Background: an optimization exercise with open tools, aiming at small area. Do not read the settings as production practice.
Function was checked by simulation only, so behaviour that the tests miss may differ from the original.

== cedar ==
==> flow/design.v <==
module tg_rx (
    input             clk,
    input             rst,
    input             cfg_ok,
    input      [15:0] own_unit,
    input      [15:0] src_rel,
    input      [15:0] src_zs,
    input      [15:0] src_den,
    input      [4:0]  seq_win,
    input             ms_tick,
    input             in_valid,
    input      [7:0]  in_data,
    input             in_last,
    input             in_net,
    output reg        out_valid,
    output reg [3:0]  out_code,
    output reg [1:0]  out_stream,
    output reg        out_net,
    output reg        out_open,
    output reg        out_match,
    output reg        out_mismatch,
    output reg        out_single,
    output     [31:0] out_seq,
    output     [23:0] out_pl,
    output     [2:0]  synced,
    output     [2:0]  pair_open,
    output reg [2:0]  tmo_single
);
    localparam [3:0] C_OK     = 4'h0,
                     C_CRC    = 4'h1,
                     C_FORMAT = 4'h2,
                     C_ADDR   = 4'h3,
                     C_STREAM = 4'h4,
                     C_BEHIND = 4'h5,
                     C_AHEAD  = 4'h6,
                     C_LATE   = 4'h7;
    localparam [9:0] T_PAIR = 10'h204,    
                     T_SYNC = 10'h2B2;    
    reg [5:0]  cnt;           
    reg [31:0] crc;           
    reg        crc_ok;        
    reg        s_own, s_rel, s_zs, s_den;    
    reg        d_own, d_ff;   
    reg        fmt_ok;        
    reg        h1, h2, h3;    
    reg [31:0] fseq;          
    reg [95:0] body;          
    reg        ev_pend;       
    reg        ev_len_ok;
    reg        ev_net;
    function [31:0] crc32c_byte;
        input [31:0] c;
        input [7:0]  d;
        integer k;
        reg [31:0] r;
        begin
            r = c ^ {24'd0, d};
            for (k = 0; k < 8; k = k + 1)
                r = r[0] ? ((r >> 1) ^ 32'h82F63B78) : (r >> 1);
            crc32c_byte = r;
        end
    endfunction
    wire hi = ~cnt[0];
    reg [7:0] crc_b;
    always @* begin
        case (cnt[1:0])
            2'd0: crc_b = crc[31:24];
            2'd1: crc_b = crc[23:16];
            2'd2: crc_b = crc[15:8];
            default: crc_b = crc[7:0];
        endcase
    end
    always @(posedge clk) begin
        if (in_valid && cnt < 6'd28)
            crc <= crc32c_byte(crc | {32{cnt == 6'd0}}, in_data);
        if (in_valid && cnt[5:2] == 4'd7)
            crc_ok <= (crc_ok || cnt[1:0] == 2'd0) && (in_data == ~crc_b);
        if (in_valid && cnt[5:1] == 5'd0) begin
            s_own <= (s_own || hi) && (in_data == (hi ? own_unit[15:8] : own_unit[7:0]));
            s_rel <= (s_rel || hi) && (in_data == (hi ? src_rel[15:8]  : src_rel[7:0]));
            s_zs  <= (s_zs  || hi) && (in_data == (hi ? src_zs[15:8]   : src_zs[7:0]));
            s_den <= (s_den || hi) && (in_data == (hi ? src_den[15:8]  : src_den[7:0]));
        end
        if (in_valid && cnt[5:1] == 5'd1) begin
            d_own <= (d_own || hi) && (in_data == (hi ? own_unit[15:8] : own_unit[7:0]));
            d_ff  <= (d_ff  || hi) && (in_data == 8'hFF);
        end
        if (in_valid && cnt == 6'd4) begin
            h1 <= (in_data == 8'd1);
            h2 <= (in_data == 8'd2);
            h3 <= (in_data == 8'd3);
        end
        if (in_valid && cnt == 6'd5)
            fmt_ok <= (in_data == 8'h01);
        if (in_valid && cnt[5:1] == 5'd3)
            fmt_ok <= fmt_ok && (in_data == 8'h00);
        if (in_valid && cnt[5:2] == 4'd2)
            fseq <= {fseq[23:0], in_data};
        if (in_valid && cnt >= 6'd12 && cnt < 6'd24)
            body <= {body[87:0], in_data};
    end
    always @(posedge clk) begin
        if (rst) begin
            cnt     <= 6'd0;
            ev_pend <= 1'b0;
        end else begin
            ev_pend <= in_valid && in_last;
            if (in_valid) begin
                if (in_last)
                    cnt <= 6'd0;
                else if (cnt != 6'd32)
                    cnt <= cnt + 6'd1;
            end
        end
        ev_len_ok <= (cnt == 6'd31);
        ev_net    <= in_net;
    end
    assign out_seq = fseq;
    assign out_pl  = body[63:40];
    reg         syn   [0:2];
    reg         have  [0:2];    
    reg         popen [0:2];
    reg         pnet  [0:2];
    reg [9:0]   tmr   [0:2];    
    reg [31:0]  sseq  [0:2];    
    reg [128:0] img   [0:2];    
    assign synced    = {syn[2], syn[1], syn[0]};
    assign pair_open = {popen[2], popen[1], popen[0]};
    wire [128:0] cur = {d_ff, body, crc};
    wire [1:0] typ = {h2 | h3, h1 | h3};
    wire         c_syn   = (h1 & syn[0])   | (h2 & syn[1])   | (h3 & syn[2]);
    wire         c_popen = (h1 & popen[0]) | (h2 & popen[1]) | (h3 & popen[2]);
    wire         c_have  = (h1 & have[0])  | (h2 & have[1])  | (h3 & have[2]);
    wire         c_pnet  = (h1 & pnet[0])  | (h2 & pnet[1])  | (h3 & pnet[2]);
    wire [31:0]  c_sseq  = ({32{h1}} & sseq[0]) | ({32{h2}} & sseq[1]) | ({32{h3}} & sseq[2]);
    wire [128:0] c_img   = ({129{h1}} & img[0]) | ({129{h2}} & img[1]) | ({129{h3}} & img[2]);
    wire len_ok = ev_len_ok;
    wire addr_ok = (d_own | d_ff) & ~s_own;
    wire str_ok = cfg_ok & ((h1 & s_rel & (src_rel != 16'd0)) |
                            (h2 & s_zs  & (src_zs  != 16'd0)) |
                            (h3 & s_den & (src_den != 16'd0)));
    wire [31:0] x    = fseq ^ c_sseq;
    wire [5:0]  lo   = {1'b0, fseq[4:0]} - {1'b0, c_sseq[4:0]};
    wire        e_hi = (x[31:5] == 27'd0);
    reg  [26:0] pc;                       
    integer j;
    always @* begin
        pc[0] = 1'b1;
        for (j = 1; j < 27; j = j + 1)
            pc[j] = pc[j-1] & c_sseq[j+4];
    end
    wire        i_hi = (x[31:5] == pc);   
    wire        zero = e_hi && (lo == 6'd0);
    wire        in_w = (lo[5] ? i_hi : e_hi) && (lo[4:0] <= seq_win);
    wire        b31  = (fseq[30:0] < c_sseq[30:0]);
    wire [31:0] d    = {x[31] ^ b31, 31'd0};
    wire        other_net = (c_pnet != ev_net);
    reg [3:0] v_code;
    reg [1:0] v_stream;
    reg       v_open, v_complete;
    always @* begin
        v_code     = C_OK;
        v_stream   = typ;
        v_open     = 1'b0;
        v_complete = 1'b0;
        if (!len_ok) begin
            v_code   = C_FORMAT;
            v_stream = 2'd0;
        end else if (!crc_ok) begin
            v_code   = C_CRC;
            v_stream = 2'd0;
        end else if (!fmt_ok) begin
            v_code = C_FORMAT;
        end else if (!addr_ok) begin
            v_code = C_ADDR;
        end else if (!str_ok) begin
            v_code = C_STREAM;
        end else if (c_syn) begin
            if (zero) begin
                if (c_popen && other_net)
                    v_complete = 1'b1;
                else
                    v_code = C_LATE;
            end else if (in_w) begin
                v_open = 1'b1;
            end else if (!d[31]) begin
                v_code = C_AHEAD;
            end else begin
                v_code = C_BEHIND;
            end
        end else begin
            if (c_popen && zero) begin
                if (other_net)
                    v_complete = 1'b1;
                else
                    v_code = C_LATE;
            end else if (!c_popen && c_have && zero) begin
                v_code = C_LATE;
            end else begin
                v_open = 1'b1;
            end
        end
    end
    wire v_match = (c_img == cur);
    wire ev_open     = ev_pend && v_open;
    wire ev_complete = ev_pend && v_complete;
    wire [2:0] hs = {h3, h2, h1};
    integer i;
    always @(posedge clk) begin
        if (rst) begin
            out_valid    <= 1'b0;
            out_open     <= 1'b0;
            out_match    <= 1'b0;
            out_mismatch <= 1'b0;
            out_single   <= 1'b0;
            tmo_single   <= 3'b000;
            for (i = 0; i < 3; i = i + 1) begin
                syn[i]   <= 1'b0;
                have[i]  <= 1'b0;
                popen[i] <= 1'b0;
            end
        end else begin
            out_valid    <= ev_pend;
            out_open     <= ev_open;
            out_match    <= ev_complete && v_match;
            out_mismatch <= ev_complete && !v_match;
            out_single   <= ev_open && c_popen;
            tmo_single   <= 3'b000;
            for (i = 0; i < 3; i = i + 1) begin
                if (hs[i] && ev_open) begin
                    popen[i] <= 1'b1;
                    have[i]  <= 1'b1;
                end else if (hs[i] && ev_complete) begin
                    popen[i] <= 1'b0;
                    if (v_match)
                        syn[i] <= 1'b1;
                end else if (ms_tick) begin
                    if (popen[i] && tmr[i] == T_PAIR) begin
                        popen[i]      <= 1'b0;
                        tmo_single[i] <= 1'b1;
                    end
                    if (syn[i] && tmr[i] == T_SYNC)
                        syn[i] <= 1'b0;
                end
            end
        end
    end
    always @(posedge clk) begin
        for (i = 0; i < 3; i = i + 1) begin
            if (hs[i] && (ev_open || ev_complete)) begin
                tmr[i] <= 10'd0;
                if (v_open) begin
                    pnet[i] <= ev_net;
                    sseq[i] <= fseq;
                    img[i]  <= cur;
                end
            end else if (ms_tick && (popen[i] || syn[i])) begin
                tmr[i] <= {tmr[i][8:0], ~(tmr[i][9] ^ tmr[i][6])};
            end
        end
    end
    always @(posedge clk) begin
        out_code   <= v_code;
        out_stream <= v_stream;
        out_net    <= ev_net;
    end
endmodule
clock: 10.0 ns
lec_check: 0
cap_margin: 20
core_margin: 2
core_utilization: 40
place_density: 0.6
slew_margin: 20
standard.sh (not shown) runs the stock make flow with config.mk's settings and CLKGATE_MAP_FILE= SYNTH_SCRIPT=/design/flow/synth_recipe.tcl, a recipe that flattens the netlist after the stock synthesis.
==> flow/flow/run.sh <==
#!/bin/bash
# The standard layout (standard.sh, unchanged synthesis, floorplan, power grid and
# routing), with two layout knobs that ORFS reads from the environment:
#  - the port buffers are the smallest buffer cell instead of the one buffer_ports picks;
#  - clock tree: sink clusters of up to 32 flip-flops within 80 um, no dummy loads;
# make's output goes to standard.log; each ORFS step keeps its own log under orfs/logs/.
set -euo pipefail
export BUFFER_PORTS_ARGS="-buffer_cell sky130_fd_sc_hd__buf_1"
export CTS_ARGS="-sink_clustering_enable -repair_clock_nets -sink_clustering_size 32 -sink_clustering_max_diameter 80 -dont_use_dummy_load"
bash standard.sh > standard.log 2>&1
No stage failed in cedar, and the final checks on the layout all came back clean.
Input-level comparison between sierra and cedar:
diff --git a/flow/design.v b/flow/design.v
--- a/flow/design.v
+++ b/flow/design.v
@@ -45,6 +45,8 @@
     reg        h1, h2, h3;    
     reg [31:0] fseq;          
     reg [95:0] body;          
+    reg        b_eq;          
+    reg [95:0] ring [0:2];    
     reg        ev_pend;       
     reg        ev_len_ok;
     reg        ev_net;
@@ -61,6 +63,13 @@
         end
     endfunction
     wire hi = ~cnt[0];
+    reg [3:0]  mv_left;
+    reg [2:0]  mv_s;
+    reg        mv_copy;
+    wire       mv_xfer = (mv_left != 4'd0) && mv_copy;
+    wire       in_body = in_valid && cnt >= 6'd12 && cnt < 6'd24;    
+    wire [7:0] top = ({8{h1}} & ring[0][95:88]) | ({8{h2}} & ring[1][95:88]) |
+                     ({8{h3}} & ring[2][95:88]);
     reg [7:0] crc_b;
     always @* begin
         case (cnt[1:0])
@@ -96,8 +105,10 @@
             fmt_ok <= fmt_ok && (in_data == 8'h00);
         if (in_valid && cnt[5:2] == 4'd2)
             fseq <= {fseq[23:0], in_data};
-        if (in_valid && cnt >= 6'd12 && cnt < 6'd24)
+        if (in_body || ev_pend || mv_xfer)
             body <= {body[87:0], in_data};
+        if (in_body)
+            b_eq <= (b_eq || cnt == 6'd12) && (in_data == top);
     end
     always @(posedge clk) begin
         if (rst) begin
@@ -116,24 +127,24 @@
         ev_net    <= in_net;
     end
     assign out_seq = fseq;
-    assign out_pl  = body[63:40];
+    assign out_pl  = body[71:48];      
     reg         syn   [0:2];
     reg         have  [0:2];    
     reg         popen [0:2];
     reg         pnet  [0:2];
     reg [9:0]   tmr   [0:2];    
     reg [31:0]  sseq  [0:2];    
-    reg [128:0] img   [0:2];    
+    reg [32:0]  img   [0:2];    
     assign synced    = {syn[2], syn[1], syn[0]};
     assign pair_open = {popen[2], popen[1], popen[0]};
-    wire [128:0] cur = {d_ff, body, crc};
+    wire [32:0] cur = {d_ff, crc};
     wire [1:0] typ = {h2 | h3, h1 | h3};
     wire         c_syn   = (h1 & syn[0])   | (h2 & syn[1])   | (h3 & syn[2]);
     wire         c_popen = (h1 & popen[0]) | (h2 & popen[1]) | (h3 & popen[2]);
     wire         c_have  = (h1 & have[0])  | (h2 & have[1])  | (h3 & have[2]);
     wire         c_pnet  = (h1 & pnet[0])  | (h2 & pnet[1])  | (h3 & pnet[2]);
     wire [31:0]  c_sseq  = ({32{h1}} & sseq[0]) | ({32{h2}} & sseq[1]) | ({32{h3}} & sseq[2]);
-    wire [128:0] c_img   = ({129{h1}} & img[0]) | ({129{h2}} & img[1]) | ({129{h3}} & img[2]);
+    wire [32:0]  c_img   = ({33{h1}} & img[0]) | ({33{h2}} & img[1]) | ({33{h3}} & img[2]);
     wire len_ok = ev_len_ok;
     wire addr_ok = (d_own | d_ff) & ~s_own;
     wire str_ok = cfg_ok & ((h1 & s_rel & (src_rel != 16'd0)) |
@@ -201,7 +212,7 @@
             end
         end
     end
-    wire v_match = (c_img == cur);
+    wire v_match = (c_img == cur) && b_eq;
     wire ev_open     = ev_pend && v_open;
     wire ev_complete = ev_pend && v_complete;
     wire [2:0] hs = {h3, h2, h1};
@@ -252,7 +263,7 @@
                 if (v_open) begin
                     pnet[i] <= ev_net;
                     sseq[i] <= fseq;
-                    img[i]  <= cur;
+                    img[i]  <= cur;    
                 end
             end else if (ms_tick && (popen[i] || syn[i])) begin
                 tmr[i] <= {tmr[i][8:0], ~(tmr[i][9] ^ tmr[i][6])};
@@ -264,4 +275,30 @@
         out_stream <= v_stream;
         out_net    <= ev_net;
     end
+    always @(posedge clk) begin
+        if (rst) begin
+            mv_left <= 4'd0;
+        end else if (ev_open) begin
+            mv_left <= 4'd11;
+            mv_s    <= {h3, h2, h1};
+            mv_copy <= 1'b1;
+        end else if (in_valid && in_last && cnt >= 6'd12 && cnt < 6'd23) begin
+            mv_left <= 4'd7 - cnt[3:0];
+            mv_s    <= {h3, h2, h1};
+            mv_copy <= 1'b0;
+        end else if (mv_left != 4'd0) begin
+            mv_left <= mv_left - 4'd1;
+        end
+    end
+    integer r;
+    always @(posedge clk) begin
+        for (r = 0; r < 3; r = r + 1) begin
+            if (ev_open && hs[r])
+                ring[r] <= {ring[r][87:0], body[95:88]};
+            else if (mv_left != 4'd0 && mv_s[r])
+                ring[r] <= {ring[r][87:0], mv_copy ? body[95:88] : ring[r][95:88]};
+            else if (in_body && hs[r])
+                ring[r] <= {ring[r][87:0], ring[r][95:88]};
+        end
+    end
 endmodule
- When sierra is measured against cedar, its number of iterations in the first detailed-routing pass turns out 2 higher.
- Summary of the comparison: design area is lower in sierra, relative to cedar.
- Relative to cedar, the sequential fraction of the synthesis area of sierra is higher by 3.0 points.
- For sierra, the capturing element of the worst setup path was ring[2][7]$_DFFE_PP_, unlike cedar, where it was img[1][30]$_DFFE_PP_.
- As far as final-report hold violation count is concerned, cedar and sierra perform about the same.
- cedar has higher worst setup slack than sierra.
- sierra — data arrival time of the worst path 440 ps higher, cedar as reference
- Looking only at met2 track demand over resource, and setting everything else aside, the lower value of cedar and sierra goes to sierra.
- Comparing cedar and sierra, the higher fraction of met1 tracks used by global routing was measured on cedar.
- NOTE inverter count cedar->sierra increased by more than half

==> re-timing with driven ports <==
How much do the figures lean on ideal ports? The routed layouts below were timed once more, with nothing changed but the port constraints. Step 1, drivers: a clkbuf_16 drives clk and a buf_2 each remaining input, both assumed. Step 2 also shifts input and output timing later by t, the mid clock arrival at the registers, as if the neighbouring blocks saw the same clock. Three values: ideal, step 1, step 2; two values: the first two.
run | t (ns) | setup slack, ns | worst hold slack (ns) | slew at the worst register clock pin (ns)
cedar | 0.685 | 3.766 / 3.766 / 3.684 | 0.449 / 0.449 / 0.449 | 0.12 / 0.12
sierra | 0.619 | 3.401 / 3.401 / 3.401 | 0.363 / 0.363 / 0.363 | 0.12 / 0.12
After both steps every run listed still meets setup and hold. The setup slack of cedar, which loses most, moves by 0.000 ns with the drivers and by -0.082 ns with both steps.
